This is an optimization exercise on Yosys and OpenROAD, whose aim is small area, not a production implementation.
Only simulation tests tie the RTL to the original design; equivalence was not proved.
Power is estimated from default activity; no workload was simulated.

Setup of old:
==> flow/design.v (excerpt) <==
module ridge_engine #(
    parameter NCMP = 8
) (
    input  wire         clk,
    input  wire         rst,             
    input  wire         beat,            
    input  wire         addend_we,
    input  wire [31:0]  addend_int,
    input  wire [39:0]  addend_frac,
    input  wire         cfg_we,
    input  wire [19:0]  cfg_jump_ns,     
    input  wire [13:0]  cfg_slew_max,    
    input  wire         corr_valid,
    input  wire         corr_dpll,       
    input  wire [63:0]  corr_val,        
    input  wire [13:0]  corr_rate,       
    input  wire         step_valid,
    input  wire         step_use_req,
    input  wire [63:0]  step_val,        
    input  wire         cmp_we,
    input  wire [2:0]   cmp_sel,
    input  wire         cmp_wr_en,
    input  wire         cmp_wr_periodic,
    input  wire         cmp_wr_late_act,
    input  wire [63:0]  cmp_wr_tgt,
    input  wire [63:0]  cmp_wr_per,
    output reg  [63:0]  count,
    output wire [63:0]  slew_rem,        
    output reg          slewing,
    output reg          step_needed,
    output reg  [63:0]  req_step,
    output reg          corr_ack,
    output reg          corr_nak,
    output reg          step_nak,
    output reg          step_done,
    output reg  [63:0]  step_amount,
    output reg          cfg_err,
    output wire [NCMP-1:0] cmp_en,
    output wire [NCMP-1:0] cmp_fire,
    output wire [NCMP-1:0] cmp_late
);
For scale: roughly 11000 cells after synthesis, ~1800 flip-flops, roughly 110000 µm² of cells after synthesis.
export LEC_CHECK = 0
export ABC_AREA = 1
export CAP_MARGIN = 20
export CORE_MARGIN = 2
export CORE_UTILIZATION = 62
export CTS_BUF_LIST = sky130_fd_sc_hd__clkbuf_8
export CTS_CLUSTER_DIAMETER = 60
export CTS_CLUSTER_SIZE = 14
export SLEW_MARGIN = 20
create_clock -name core_clock -period 30.0 [get_ports {clk}]
standard.sh (not shown) runs the stock make flow with config.mk's settings and CLKGATE_MAP_FILE= SYNTH_SCRIPT=/design/flow/synth_recipe.tcl, a recipe that flattens the netlist after the stock synthesis.
==> flow/flow/run.sh <==
#!/bin/bash
# Own flow: the standard layout (standard.sh) with these changes:
#  - synthesis is the standard flow's synth_recipe.tcl and ORFS's synth.tcl unchanged except
#    that (a) only full adders are extracted as adder cells (half adders are
#    left to ABC as plain gates) and (b) ABC maps the logic with
#    flow/abc_area_map.script (area recovery under the delay target instead of
#    near-minimum-delay mapping). Registers, their names and cell types are
#    those of the standard synthesis;
#  - the port buffers that placement inserts on every input and output use the
#    smallest buffer cell.
# Each tool's full output is in orfs_make.log and the ORFS logs under orfs/logs.
set -euo pipefail
HERE="$PWD"
sed -e "s#^source \$::env(SCRIPTS_DIR)/synth_preamble.tcl\$#&\nset abc_args [lreplace \$abc_args 1 1 $HERE/flow/abc_area_map.script]#" \
    -e "s#^  extract_fa {\*}\[dont_use_extract_fa_args\]\$#  extract_fa -fa {*}[dont_use_extract_fa_args]#" \
    "$FLOW_HOME/scripts/synth.tcl" > "$HERE/flow_synth_core.tcl"
grep -q "abc_area_map.script" "$HERE/flow_synth_core.tcl"
grep -q "^  extract_fa -fa " "$HERE/flow_synth_core.tcl"
sed "s#^source \$::env(SCRIPTS_DIR)/synth.tcl\$#source $HERE/flow_synth_core.tcl#" \
    "$HERE/synth_recipe.tcl" > "$HERE/flow_synth.tcl"
grep -q "flow_synth_core.tcl" "$HERE/flow_synth.tcl"
bash standard.sh finish "SYNTH_SCRIPT=$HERE/flow_synth.tcl" \
    "BUFFER_PORTS_ARGS=-buffer_cell sky130_fd_sc_hd__buf_1" > orfs_make.log 2>&1
==> flow/flow/abc_area_map.script <==
strash
dch
map -D 20000
topo
stime -c
buffer -c
upsize -c
dnsize -c
Relative to old, the following input files were edited for new:
diff --git a/flow/design.v b/flow/design.v
--- a/flow/design.v
+++ b/flow/design.v
@@ -124,28 +124,22 @@
     wire [76:0] pend_next = corr_ok ? {cs, pb[39:0]} : pb;
     wire        pnz_next  = (pend_next != 77'd0);
     wire name_it = corr_ok && !corr_dpll && (corr_rate != 14'd0) &&
                    (named_rate == 14'd0 || corr_rate < named_rate);
     wire [39:0] ofs_in;
     ridge_omul_fast u_mul_in (.r(corr_rate), .o(ofs_in));
     wire [39:0] ofs_cfg;
     ridge_omul u_mul_cfg (.r(smax_cfg), .o(ofs_cfg));
     wire [63:0] rq_v = (corr_valid && corr_dpll) ? corr_val : req_ref;
-    wire [36:0] rq_lo;
+    wire [63:0] rq_sum;
     wire        rq_co;
-    ridge_rcadd #(.W(37)) u_rq (.a(pb_hi), .b(rq_v[36:0]), .ci(pb_neg && pb_lo_nz),
-                                .s(rq_lo), .co(rq_co));
-    wire [26:0] rq_hi_inc, rq_hi_decn;
-    ridge_inc #(.W(27)) u_rqi (.a(rq_v[63:37]),  .ci(1'b1), .s(rq_hi_inc));
-    ridge_inc #(.W(27)) u_rqd (.a(~rq_v[63:37]), .ci(1'b1), .s(rq_hi_decn));
-    wire [26:0] rq_hi = (rq_co == pb_hi[36]) ? rq_v[63:37] :
-                        rq_co ? rq_hi_inc : ~rq_hi_decn;
-    wire [63:0] rq_sum = {rq_hi, rq_lo};
+    ridge_bkadd #(.W(64)) u_rq (.a({{27{pb_hi[36]}}, pb_hi}), .b(rq_v),
+                                .ci(pb_neg && pb_lo_nz), .s(rq_sum), .co(rq_co));
     wire [36:0] trunc_p;
     ridge_inc #(.W(37)) u_tr (.a(p_hi), .ci(pneg && p_lo_nz), .s(trunc_p));
     assign slew_rem = {{27{trunc_p[36]}}, trunc_p};
     wire [63:0] y_hi = step_apply ? step_total : {64{slew41[40]}};
     wire [39:0] y_lo = step_apply ? 40'd0 : slew41[39:0];
     wire [103:0] ca = {count, frac};
     wire [103:0] cb = {32'd0, add_int, add_frac};
     wire [103:0] cc = {y_hi, y_lo};
     wire [103:0] csum = ca ^ cb ^ cc;
Findings:
Taking old as the reference point, the complex-gate fraction of the synthesized area of new rises by 0.23 points. new ended with less net switching fraction of the power than old. Going from old to new, clock distribution power saw an increase; layout cell share with drive strength beyond 1 saw a decrease; ratio of total power to cell area saw an increase; final net count saw an increase; met1 routed wirelength after detailed routing saw an increase. Arrival time of data at the critical path endpoint in new vs old: up 0.22 ns. Min time the final worst path needs with I/O delays and setup across new and old: old. | routed via count divided by cell count | old vs new | ≈ equal |. Compared to old, new has total power after layout about 1% higher.

* * *

green:
Starting RTL as in the previous note.
export LEC_CHECK = 0
export ABC_AREA = 1
export CAP_MARGIN = 20
export CORE_MARGIN = 2
export CORE_UTILIZATION = 65
export CTS_BUF_LIST = sky130_fd_sc_hd__clkbuf_8
export CTS_CLUSTER_DIAMETER = 60
export CTS_CLUSTER_SIZE = 14
export SLEW_MARGIN = 20
create_clock -name core_clock -period 30.0 [get_ports {clk}]
Scripts as last shown in full above: flow/flow/run.sh, flow/flow/abc_area_map.script
The following lists how orange was set up differently from green:
diff --git a/flow/design.v b/flow/design.v
--- a/flow/design.v
+++ b/flow/design.v
@@ -121,34 +121,28 @@
     ridge_sgnadd #(.W(22)) u_ge (.a({2'b00, jump_act}), .b({csh[20], csh}), .ci(1'b0), .nonneg(ge_lo));
     wire corr_ok  = corr_valid && fits && le_hi && ge_lo;
     wire corr_bad = corr_valid && !corr_ok;
     wire [76:0] pend_next = corr_ok ? {cs, pb[39:0]} : pb;
     wire        pnz_next  = (pend_next != 77'd0);
     wire name_it = corr_ok && !corr_dpll && (corr_rate != 14'd0) &&
                    (named_rate == 14'd0 || corr_rate < named_rate);
     wire [39:0] ofs_in;
     ridge_omul_fast u_mul_in (.r(corr_rate), .o(ofs_in));
     wire [39:0] ofs_cfg;
     ridge_omul u_mul_cfg (.r(smax_cfg), .o(ofs_cfg));
     wire [63:0] rq_v = (corr_valid && corr_dpll) ? corr_val : req_ref;
-    wire [36:0] rq_lo;
+    wire [63:0] rq_sum;
     wire        rq_co;
-    ridge_rcadd #(.W(37)) u_rq (.a(pb_hi), .b(rq_v[36:0]), .ci(pb_neg && pb_lo_nz),
-                                .s(rq_lo), .co(rq_co));
-    wire [26:0] rq_hi_inc, rq_hi_decn;
-    ridge_inc #(.W(27)) u_rqi (.a(rq_v[63:37]),  .ci(1'b1), .s(rq_hi_inc));
-    ridge_inc #(.W(27)) u_rqd (.a(~rq_v[63:37]), .ci(1'b1), .s(rq_hi_decn));
-    wire [26:0] rq_hi = (rq_co == pb_hi[36]) ? rq_v[63:37] :
-                        rq_co ? rq_hi_inc : ~rq_hi_decn;
-    wire [63:0] rq_sum = {rq_hi, rq_lo};
+    ridge_bkadd #(.W(64)) u_rq (.a({{27{pb_hi[36]}}, pb_hi}), .b(rq_v),
+                                .ci(pb_neg && pb_lo_nz), .s(rq_sum), .co(rq_co));
     wire [36:0] trunc_p;
     ridge_inc #(.W(37)) u_tr (.a(p_hi), .ci(pneg && p_lo_nz), .s(trunc_p));
     assign slew_rem = {{27{trunc_p[36]}}, trunc_p};
     wire [63:0] y_hi = step_apply ? step_total : {64{slew41[40]}};
     wire [39:0] y_lo = step_apply ? 40'd0 : slew41[39:0];
     wire [103:0] ca = {count, frac};
     wire [103:0] cb = {32'd0, add_int, add_frac};
     wire [103:0] cc = {y_hi, y_lo};
     wire [103:0] csum = ca ^ cb ^ cc;
     wire [103:0] ccar = (ca & cb) | (cc & (ca ^ cb));
     wire [103:0] cnt_next;
     wire         cnt_co;
## What came out
- For green, the critical-path cell with the highest stage delay was fa_2, unlike orange, where it was fa_1.
- Delta (orange minus green): sequential cell power held, global-route wire length before repair went up 0.42%.
- Status: die area parity (green, orange)
- green leaves less setup margin than orange.
- On final design instance area without fill, green and orange are neck and neck.

[re-timing with driven ports]
The results above use ideal ports. As a check the final layouts listed here were re-extracted and re-timed, cells and wires unchanged.
Step 1: set_driving_cell puts a clkbuf_16 on clk and a buf_2 on each other input, an assumption about the parent block.
Step 2 moves the port delays by t, midway between the first and last clock arrival at a register: inputs arrive t later, outputs are due t later. That takes back most of the time a late clock gives input paths.
Slacks: ideal ports / drivers / drivers and shift; pairs: ideal ports / drivers.
run | t, ns | setup WS [ns] | latest minus earliest clock arrival (ns)
old | 1.070 | 0.944 / 0.944 / 0.944 | 0.088 / 0.088
new | 1.085 | 0.744 / 0.744 / 0.744 | 0.061 / 0.061
green | 1.094 | 0.773 / 0.773 / 0.773 | 0.056 / 0.056
orange | 1.088 | 0.837 / 0.837 / 0.837 | 0.067 / 0.066
After both steps setup and hold are still met in every run listed.
